Background: an optimization exercise with open tools, aiming at small area, a short achievable clock period and few clock cycles per item. Do not read the settings as production practice. Function not checked in this run: the RTL went through the layout flow alone.

File: design.v
module sha384_core (
    input  wire         clk,
    input  wire         rst,
    input  wire         in_valid,
    output wire         in_ready,
    input  wire [63:0]  in_data,
    input  wire         in_first,
    input  wire         in_last,
    output reg          out_valid,
    output wire [383:0] out_digest
);
    localparam [63:0] IV0 = 64'hcbbb9d5dc1059ed8;
    localparam [63:0] IV1 = 64'h629a292a367cd507;
    localparam [63:0] IV2 = 64'h9159015a3070dd17;
    localparam [63:0] IV3 = 64'h152fecd8f70e5939;
    localparam [63:0] IV4 = 64'h67332667ffc00b31;
    localparam [63:0] IV5 = 64'h8eb44a8768581511;
    localparam [63:0] IV6 = 64'hdb0c2e0d64f98fa7;
    localparam [63:0] IV7 = 64'h47b5481dbefa4fa4;
    localparam [2:0] ST_INIT  = 3'd0;    
    localparam [2:0] ST_WAIT  = 3'd1;    
    localparam [2:0] ST_ROUND = 3'd2;    
    localparam [2:0] ST_SPIN  = 3'd3;    
    localparam [2:0] ST_FIN   = 3'd4;    
    localparam [2:0] ST_ISPIN = 3'd5;    
    reg [2:0]  st;
    reg [3:0]  cnt;
    reg [6:0]  t;
    reg        last_blk;
    reg        fresh;        
    reg        rdy;
    reg [63:0] a, b, c, d, e, f, g, h;
    reg [63:0] q0, q1, q2, q3, q4, q5, q6, q7;    
    reg [63:0] w [0:15];                          
    assign in_ready   = rdy;
    assign out_digest = {a, b, c, d, e, f};
    wire take = in_valid & rdy;
    reg [63:0] k_t;
    always @(*) begin
        case (t)
            7'd0: k_t = 64'h428a2f98d728ae22;
            7'd1: k_t = 64'h7137449123ef65cd;
            7'd2: k_t = 64'hb5c0fbcfec4d3b2f;
            7'd3: k_t = 64'he9b5dba58189dbbc;
            7'd4: k_t = 64'h3956c25bf348b538;
            7'd5: k_t = 64'h59f111f1b605d019;
            7'd6: k_t = 64'h923f82a4af194f9b;
            7'd7: k_t = 64'hab1c5ed5da6d8118;
            7'd8: k_t = 64'hd807aa98a3030242;
            7'd9: k_t = 64'h12835b0145706fbe;
            7'd10: k_t = 64'h243185be4ee4b28c;
            7'd11: k_t = 64'h550c7dc3d5ffb4e2;
            7'd12: k_t = 64'h72be5d74f27b896f;
            7'd13: k_t = 64'h80deb1fe3b1696b1;
            7'd14: k_t = 64'h9bdc06a725c71235;
            7'd15: k_t = 64'hc19bf174cf692694;
            7'd16: k_t = 64'he49b69c19ef14ad2;
            7'd17: k_t = 64'hefbe4786384f25e3;
            7'd18: k_t = 64'h0fc19dc68b8cd5b5;
            7'd19: k_t = 64'h240ca1cc77ac9c65;
            7'd20: k_t = 64'h2de92c6f592b0275;
            7'd21: k_t = 64'h4a7484aa6ea6e483;
            7'd22: k_t = 64'h5cb0a9dcbd41fbd4;
            7'd23: k_t = 64'h76f988da831153b5;
            7'd24: k_t = 64'h983e5152ee66dfab;
            7'd25: k_t = 64'ha831c66d2db43210;
            7'd26: k_t = 64'hb00327c898fb213f;
            7'd27: k_t = 64'hbf597fc7beef0ee4;
            7'd28: k_t = 64'hc6e00bf33da88fc2;
            7'd29: k_t = 64'hd5a79147930aa725;
            7'd30: k_t = 64'h06ca6351e003826f;
            7'd31: k_t = 64'h142929670a0e6e70;
            7'd32: k_t = 64'h27b70a8546d22ffc;
            7'd33: k_t = 64'h2e1b21385c26c926;
            7'd34: k_t = 64'h4d2c6dfc5ac42aed;
            7'd35: k_t = 64'h53380d139d95b3df;
            7'd36: k_t = 64'h650a73548baf63de;
            7'd37: k_t = 64'h766a0abb3c77b2a8;
            7'd38: k_t = 64'h81c2c92e47edaee6;
            7'd39: k_t = 64'h92722c851482353b;
            7'd40: k_t = 64'ha2bfe8a14cf10364;
            7'd41: k_t = 64'ha81a664bbc423001;
            7'd42: k_t = 64'hc24b8b70d0f89791;
            7'd43: k_t = 64'hc76c51a30654be30;
            7'd44: k_t = 64'hd192e819d6ef5218;
            7'd45: k_t = 64'hd69906245565a910;
            7'd46: k_t = 64'hf40e35855771202a;
            7'd47: k_t = 64'h106aa07032bbd1b8;
            7'd48: k_t = 64'h19a4c116b8d2d0c8;
            7'd49: k_t = 64'h1e376c085141ab53;
            7'd50: k_t = 64'h2748774cdf8eeb99;
            7'd51: k_t = 64'h34b0bcb5e19b48a8;
            7'd52: k_t = 64'h391c0cb3c5c95a63;
            7'd53: k_t = 64'h4ed8aa4ae3418acb;
            7'd54: k_t = 64'h5b9cca4f7763e373;
            7'd55: k_t = 64'h682e6ff3d6b2b8a3;
            7'd56: k_t = 64'h748f82ee5defb2fc;
            7'd57: k_t = 64'h78a5636f43172f60;
            7'd58: k_t = 64'h84c87814a1f0ab72;
            7'd59: k_t = 64'h8cc702081a6439ec;
            7'd60: k_t = 64'h90befffa23631e28;
            7'd61: k_t = 64'ha4506cebde82bde9;
            7'd62: k_t = 64'hbef9a3f7b2c67915;
            7'd63: k_t = 64'hc67178f2e372532b;
            7'd64: k_t = 64'hca273eceea26619c;
            7'd65: k_t = 64'hd186b8c721c0c207;
            7'd66: k_t = 64'heada7dd6cde0eb1e;
            7'd67: k_t = 64'hf57d4f7fee6ed178;
            7'd68: k_t = 64'h06f067aa72176fba;
            7'd69: k_t = 64'h0a637dc5a2c898a6;
            7'd70: k_t = 64'h113f9804bef90dae;
            7'd71: k_t = 64'h1b710b35131c471b;
            7'd72: k_t = 64'h28db77f523047d84;
            7'd73: k_t = 64'h32caab7b40c72493;
            7'd74: k_t = 64'h3c9ebe0a15c9bebc;
            7'd75: k_t = 64'h431d67c49c100d4c;
            7'd76: k_t = 64'h4cc5d4becb3e42b6;
            7'd77: k_t = 64'h597f299cfc657e2a;
            7'd78: k_t = 64'h5fcb6fab3ad6faec;
            7'd79: k_t = 64'h6c44198c4a475817;
            default: k_t = 64'd0;
        endcase
    end
    wire [63:0] w_t    = w[15];
    wire [63:0] big_s0 = {a[27:0], a[63:28]} ^ {a[33:0], a[63:34]} ^ {a[38:0], a[63:39]};
    wire [63:0] big_s1 = {e[13:0], e[63:14]} ^ {e[17:0], e[63:18]} ^ {e[40:0], e[63:41]};
    wire [63:0] ch     = (e & f) ^ (~e & g);
    wire [63:0] maj    = (a & b) | (a & c) | (b & c);
    wire [63:0] x1s = h ^ k_t ^ w_t;
    wire [63:0] x1c = {((h & k_t) | (h & w_t) | (k_t & w_t)), 1'b0};
    wire [63:0] x2s = big_s1 ^ ch ^ big_s0;
    wire [63:0] x2c = {((big_s1 & ch) | (big_s1 & big_s0) | (ch & big_s0)), 1'b0};
    wire [63:0] x3s = maj ^ x1s ^ x1c;
    wire [63:0] x3c = {((maj & x1s) | (maj & x1c) | (x1s & x1c)), 1'b0};
    wire [63:0] x4s = x2s ^ x2c ^ x3s;
    wire [63:0] x4c = {((x2s & x2c) | (x2s & x3s) | (x2c & x3s)), 1'b0};
    wire [63:0] x5s = x4s ^ x4c ^ x3c;
    wire [63:0] x5c = {((x4s & x4c) | (x4s & x3c) | (x4c & x3c)), 1'b0};
    wire [63:0] a_rnd = x5s + x5c;
    wire [63:0] y1s = x1s ^ x1c ^ d;
    wire [63:0] y1c = {((x1s & x1c) | (x1s & d) | (x1c & d)), 1'b0};
    wire [63:0] y2s = big_s1 ^ ch ^ y1s;
    wire [63:0] y2c = {((big_s1 & ch) | (big_s1 & y1s) | (ch & y1s)), 1'b0};
    wire [63:0] y3s = y2s ^ y2c ^ y1c;
    wire [63:0] y3c = {((y2s & y2c) | (y2s & y1c) | (y2c & y1c)), 1'b0};
    wire [63:0] e_rnd = y3s + y3c;
    wire [63:0] sm0 = {w[1][0], w[1][63:1]} ^ {w[1][7:0], w[1][63:8]} ^ (w[1] >> 7);
    wire [63:0] sm1 = {w[14][18:0], w[14][63:19]} ^ {w[14][60:0], w[14][63:61]} ^ (w[14] >> 6);
    wire [63:0] z1s = sm0 ^ sm1 ^ w[9];
    wire [63:0] z1c = {((sm0 & sm1) | (sm0 & w[9]) | (sm1 & w[9])), 1'b0};
    wire [63:0] z2s = z1s ^ z1c ^ w[0];
    wire [63:0] z2c = {((z1s & z1c) | (z1s & w[0]) | (z1c & w[0])), 1'b0};
    wire [63:0] w_new = z2s + z2c;
    wire [63:0] fin_a = d + q0;
    wire [63:0] fin_e = h + q4;
    reg [63:0] iv_a, iv_e;
    always @(*) begin
        case (cnt[1:0])
            2'd0: begin iv_a = IV3; iv_e = IV7; end
            2'd1: begin iv_a = IV2; iv_e = IV6; end
            2'd2: begin iv_a = IV1; iv_e = IV5; end
            default: begin iv_a = IV0; iv_e = IV4; end
        endcase
    end
    wire op_round = (st == ST_ROUND);
    wire op_fin   = (st == ST_FIN);
    wire op_init  = (st == ST_INIT) || (st == ST_ISPIN && cnt[3:2] == 2'd0);
    wire ld_in    = (op_round && t <= 7'd14) || st == ST_WAIT || st == ST_INIT ||
                    op_fin || (st == ST_SPIN && cnt == 4'd15);
    wire ld_sched = op_round && t >= 7'd15;
    reg [2:0] st_n;
    reg [3:0] cnt_n;
    reg [6:0] t_n;
    reg       last_n, fresh_n, ov_n;
    always @(*) begin
        st_n    = st;
        cnt_n   = cnt + 4'd1;
        t_n     = t;
        last_n  = last_blk;
        fresh_n = fresh;
        ov_n    = 1'b0;
        case (st)
        ST_INIT: begin
            fresh_n = 1'b1;
            if (cnt[1:0] == 2'd3) begin
                cnt_n = 4'd0;
                if (take) begin
                    st_n = ST_ROUND; t_n = 7'd0; last_n = in_last;
                end else begin
                    st_n = ST_WAIT;
                end
            end
        end
        ST_WAIT: begin
            if (take) begin
                cnt_n = 4'd0; t_n = 7'd0; last_n = in_last;
                st_n  = (in_first && !fresh) ? ST_ISPIN : ST_ROUND;
            end
        end
        ST_FIN: begin
            fresh_n = 1'b0;
            if (cnt[1:0] == 2'd3) begin
                cnt_n = 4'd0;
                if (last_blk) begin
                    st_n = ST_INIT; ov_n = 1'b1;
                end else if (take) begin
                    t_n = 7'd0; last_n = in_last;
                    st_n = in_first ? ST_ISPIN : ST_ROUND;
                end else begin
                    st_n = ST_WAIT;
                end
            end
        end
        ST_ROUND: begin
            t_n = t + 7'd1;
            cnt_n = 4'd0;
            if (t == 7'd79) st_n = ST_FIN;
            else if (t <= 7'd14 && !take) st_n = ST_SPIN;
        end
        ST_SPIN: begin
            if (cnt == 4'd15 && take) st_n = ST_ROUND;
        end
        ST_ISPIN: begin
            if (cnt == 4'd15) st_n = ST_ROUND;
        end
        default: begin
            st_n = ST_INIT; cnt_n = 4'd0;
        end
        endcase
    end
    wire rdy_n = (st_n == ST_INIT  && cnt_n[1:0] == 2'd3) ||
                 (st_n == ST_WAIT  && cnt_n[1:0] == 2'd3) ||
                 (st_n == ST_FIN   && cnt_n[1:0] == 2'd3 && !last_n) ||
                 (st_n == ST_ROUND && t_n <= 7'd14) ||
                 (st_n == ST_SPIN  && cnt_n == 4'd15);
    always @(posedge clk) begin
        if (rst) begin
            st        <= ST_INIT;
            cnt       <= 4'd0;
            rdy       <= 1'b0;
            out_valid <= 1'b0;
            fresh     <= 1'b0;
            last_blk  <= 1'b0;
            t         <= 7'd0;
        end else begin
            st        <= st_n;
            cnt       <= cnt_n;
            rdy       <= rdy_n;
            out_valid <= ov_n;
            fresh     <= fresh_n;
            last_blk  <= last_n;
            t         <= t_n;
        end
    end
    integer i;
    always @(posedge clk) begin
        b <= a; c <= b; d <= c;
        f <= e; g <= f; h <= g;
        if (op_round)     begin a <= a_rnd; e <= e_rnd; end
        else if (op_fin)  begin a <= fin_a; e <= fin_e; end
        else if (op_init) begin a <= iv_a;  e <= iv_e;  end
        else              begin a <= d;     e <= h;     end
        q0 <= q1; q1 <= q2; q2 <= q3;
        q4 <= q5; q5 <= q6; q6 <= q7;
        if (op_fin)       begin q3 <= fin_a; q7 <= fin_e; end
        else if (op_init) begin q3 <= iv_a;  q7 <= iv_e;  end
        else              begin q3 <= q0;    q7 <= q4;    end
        for (i = 0; i < 15; i = i + 1)
            w[i] <= w[i + 1];
        if (ld_in)         w[15] <= in_data;
        else if (ld_sched) w[15] <= w_new;
        else               w[15] <= w[0];
    end
endmodule
File: run.sh
#!/bin/bash
# synth_recipe.tcl (not shown) runs the flow's synth.tcl, then flattens the netlist and writes it again
# the make line also repeats each setting of config.mk as NAME=value (left out here)
make -C /OpenROAD-flow-scripts/flow DESIGN_CONFIG=/design/flow/config.mk WORK_HOME=/design/flow/orfs CLKGATE_MAP_FILE= SYNTH_SCRIPT=/design/flow/synth_recipe.tcl finish
File: config.mk
export PLATFORM = sky130hd
export DESIGN_NAME = sha384_core
export DESIGN_NICKNAME = sha384_core
export VERILOG_FILES = /design/flow/design.v
export SDC_FILE = /design/flow/constraint.sdc
export NUM_CORES = 4
export LEC_CHECK = 0
export CAP_MARGIN = 20
export CORE_MARGIN = 2
export CORE_UTILIZATION = 28
export SLEW_MARGIN = 20
export SYNTH_MEMORY_MAX_BITS = 16384
File: constraint.sdc
create_clock -name core_clock -period 15.0 [get_ports {clk}]
set_input_delay 3.0000 -clock core_clock [delete_from_list [all_inputs] [get_ports {clk}]]
set_output_delay 3.0000 -clock core_clock [all_outputs]
set_load 0.01 [all_outputs]
==> run notes <==
[kinds of logic after synthesis]
family | Yosys count | synth area share (%)
flops | 2130 | 45.2
compound gates | 2276 | 15.1
simple gates | 1806 | 8.53
xor+xnor | 851 | 7.89
buf+inv | 1052 | 4.30
mux | 78 | 0.910
fa+ha+maj | 1038 | 18.1
[through the flow]
step | instances | utilization, %
finish | 14400 | 33.5
floorplan | 9231 | -
CTS | 14400 | 33.4
detailed placement | 14000 | 31.1
global placement | 14000 | 31.1
global route | 14400 | 33.5
[worst min-delay path by stage]
stage               end  depth (start not counted)  startpoint
2_1_floorplan     q0[0]                          0       q1[0]
3_3_place_gp   w[7][27]                          0    w[8][27]
3_5_place_dp     q0[54]                          0      q1[54]
4_1_cts          q5[32]                          0      q6[32]
5_1_grt          q5[35]                          0      q6[35]
6_report         q5[32]                          0      q6[32]
[critical path, stage by stage]
cell and delay, ps:
clkdlybuf4s50_1 450, and3b_1 270, a31oi_2 620, nand2_1 140
o21ai_0 100, buf_4 300, nand2_1 510, inv_2 190
buf_4 520, ha_2 290, buf_4 410, nand2_1 280
a21oi_1 780, o21ai_0 230, a31oi_1 240, o22ai_1 100
[metal layers]
| layer | GRT usage (%) | part of all wire [%] | wire length [microns] |
|---|---|---|---|
| met1 | 33.3 | 40 | 182000 |
| met2 | 38.4 | 42 | 191000 |
| met3 | 7.98 | 11 | 51400 |
| met4 | 16.9 | 7.6 | 35000 |
| met5 | 0 | 0.022 | 102 |
[cell usage after synthesis (15+ instances only)]
| cell | count | area, sq um |
|---|---|---|
| dfxtp_1 | 2130 | 42600 |
| nand2_1 | 702 | 2640 |
| a21oi_1 | 674 | 3370 |
| inv_1 | 667 | 2500 |
| xnor2_1 | 616 | 5400 |
| fa_1 | 573 | 11500 |
| o21ai_0 | 571 | 2860 |
| nor2_1 | 518 | 1940 |
| ha_1 | 403 | 5040 |
| clkbuf_1 | 268 | 1010 |
| xor2_1 | 235 | 2060 |
| a21o_1 | 214 | 1610 |
| a31oi_1 | 145 | 907 |
| nand3_1 | 133 | 666 |
| nor3_1 | 99 | 495 |
| nand4_1 | 83 | 519 |
| a211oi_1 | 75 | 563 |
| buf_2 | 75 | 375 |
| o211ai_1 | 64 | 480 |
| mux2_2 | 63 | 709 |
| maj3_1 | 62 | 621 |
| o21bai_1 | 61 | 458 |
| and3_1 | 59 | 369 |
| o31ai_1 | 49 | 368 |
| nand2b_1 | 44 | 275 |
| a211o_1 | 42 | 368 |
| o21a_1 | 37 | 278 |
| o22ai_1 | 36 | 225 |
| nor2b_1 | 32 | 200 |
| or3_1 | 31 | 194 |
| buf_1 | 30 | 113 |
| o221ai_1 | 28 | 245 |
| o311ai_0 | 27 | 236 |
| a221oi_1 | 26 | 228 |
| and2_1 | 24 | 150 |
| o21ai_1 | 19 | 95.1 |
| mux2i_1 | 15 | 150 |
[cell usage in the layout, fill, tap and decap left out, drive strengths merged, types with 33 or more instances in the layout]
| cell type | synthesis | routed |
|---|---|---|
| a211o | 42 | 42 |
| o31ai | 52 | 52 |
| nor3 | 100 | 100 |
| clkdlybuf4s50 | 0 | 454 |
| o211ai | 66 | 66 |
| buf | 109 | 183 |
| mux2 | 63 | 63 |
| maj3 | 62 | 62 |
| xnor2 | 616 | 616 |
| a21oi | 677 | 677 |
| dfxtp | 2130 | 2130 |
| clkinv | 1 | 58 |
| inv | 673 | 699 |
| o21a | 37 | 37 |
| o21bai | 61 | 61 |
| nand3 | 133 | 133 |
| nand2 | 705 | 705 |
| nand4 | 83 | 83 |
| a21o | 216 | 216 |
| nand2b | 44 | 44 |
| clkbuf | 269 | 284 |
| o311ai | 33 | 33 |
| nor2 | 520 | 520 |
| ha | 403 | 403 |
| a211oi | 77 | 77 |
| a31oi | 147 | 147 |
| and3 | 59 | 59 |
| o21ai | 595 | 595 |
| o22ai | 36 | 36 |
| fa | 573 | 573 |
| xor2 | 235 | 235 |
[final cells by class]
type | count | area, sq um
well taps | 4515 | 5650
multi-input cells | 6049 | 48000
diodes | 22 | 55.1
flip-flops and latches | 2130 | 42600
clock buffers | 284 | 6150
repair buffers | 637 | 5930
clock inverters | 124 | 1580
inverters | 674 | 2530
fillers | 34300 | 224000
==> impl_metrics.py <==
metrics = {
    "outcome": {
        "status": "complete, no violations",
    },
    "clock_network": {
        "numCtsBuffers": 221,
        "cts_tree": "built",
        "cts_resized": 0,
        "clk_path_buf_depth": 4,
        "ctsHoldBuffers": 0,
        "clkSinkCount": 2130,
        "clk_latency_ps": 980,
        "post_cts_buffers": 0,
        "htreeDepth": 4,
        "clk_pin_slew_ps": 70,
        "root_buffer": "clkbuf_16",
    },
    "grt": {
        "first_global_vias": 72500,
        "grt_remaining_overflow": 0,
        "antenna_found_initial": 45,
        "grt_usage_pct": 26.2,
        "grt_max_degree": 96,
        "grt_pass1_wl_microns": 615000,
    },
    "synthesis": {
        "ys_warn_count": 2,
        "synth_fp_nets": 10300,
        "synth_cell_types": 103,
        "synth_cells": 9231,
        "synth_edf_count": 0,
        "synth-seq-area-share_pct": 45.2,
        "avgSynthCellArea_sq_um": 10.2,
        "synth_seq_cells": 2130,
        "yosys_most_used_dff": "dfxtp_1",
        "synth-async-reset-ratio_pct": 0,
        "netlist_area_sq_um": 94400,
    },
    "floorplan": {
        "coreArea_sq_um": 336000,
        "die_h_microns": 585,
        "rows": 213,
        "dieArea_sq_um": 342000,
        "start_util_pct": 28.1,
        "die_w_microns": 585,
        "io_pins": 455,
    },
    "timing": {
        "clock_skew_ps": 118,
        "fin_ws_ps": 7290,
        "hold_viol_final": 0,
        "fmax_mhz": 130,
        "grt_setup_unrepaired": "no",
        "relSlewSlack_pct": 18.7,
        "fin_setup_tns_ps": 0,
        "timing.hold.ws_ps": 250,
        "finalMaxSlewViolations": 0,
        "setup_violations": 0,
        "period_share_pct": 51.4,
        "period_minus_slack_ps": 7710,
        "tightestPinTransition_ps": 1210,
    },
    "critical_path": {
        "r2r_slack_ps": 7370,
        "endpoint": "k_t[22]",
        "reg2reg_from": "a[49]",
        "crit_arrival_ps": 8490,
        "r2r_end": "a[63]",
        "start_kind": "primary input",
        "critPathLaunch": "in_valid",
        "path_max_fanout": 29,
        "reg2reg_depth": 19,
        "cp.required_ps": 15780,
        "worst_setup_path_end_kind": "flip-flop",
        "criticalPathCategory": "in2reg",
    },
    "place": {
        "pre_cts_ws_ps": 6600,
        "port_buffers": 454,
        "hpwlAfterDp_microns": 367000,
        "place.gp.congestion": 1.08,
        "placed_area_sq_um": 105000,
    },
    "finish": {
        "largest_reg_flops": 1024,
        "max_flop_register": "w",
        "drive_gt1_share_pct": 7.45,
        "fin_nets": 10800,
        "final_area_sq_um": 112000,
        "area_growth_pct": 19.1,
    },
    "detailed_routing": {
        "drc_errors": 0,
        "wl_microns": 460000,
        "final_antenna_net_count": 0,
        "vias": 75400,
        "viasPerCell": 5.22,
        "drt_pass1_iterations": 6,
        "wl_per_cell_microns": 31.9,
        "drtIter0Drc": 8923,
    },
    "hold_path": {
        "hold_path_class": "reg2reg",
    },
    "run": {
        "max-cap-violations": 0,
    },
}

[static timing again, ports no longer ideal]
The flow's constraints put no driver on any port. The routed layout listed below was extracted and timed again, unchanged, in two steps.
Step 1 (the two cells are an assumption about what drives the block):
set clk [get_ports {clk}]
set_driving_cell -lib_cell sky130_fd_sc_hd__clkbuf_16 $clk
set_driving_cell -lib_cell sky130_fd_sc_hd__buf_2 [delete_from_list [all_inputs] $clk]
Step 2 also shifts input and output timing later by t, the mid clock arrival at the registers, as if the neighbouring blocks saw the same clock.
Slacks: ideal / step 1 / step 2; pairs: ideal / step 1.
t (ns): 1.024
slack for setup (ns): 7.289 / 7.304 / 6.280
hold WS [ns]: 0.250 / 0.250 / 0.250
worst setup path at the end: input to register
After both steps setup and hold are still met in this run. The setup slack of this run moves by +0.015 ns with the drivers and by -1.009 ns with both steps.
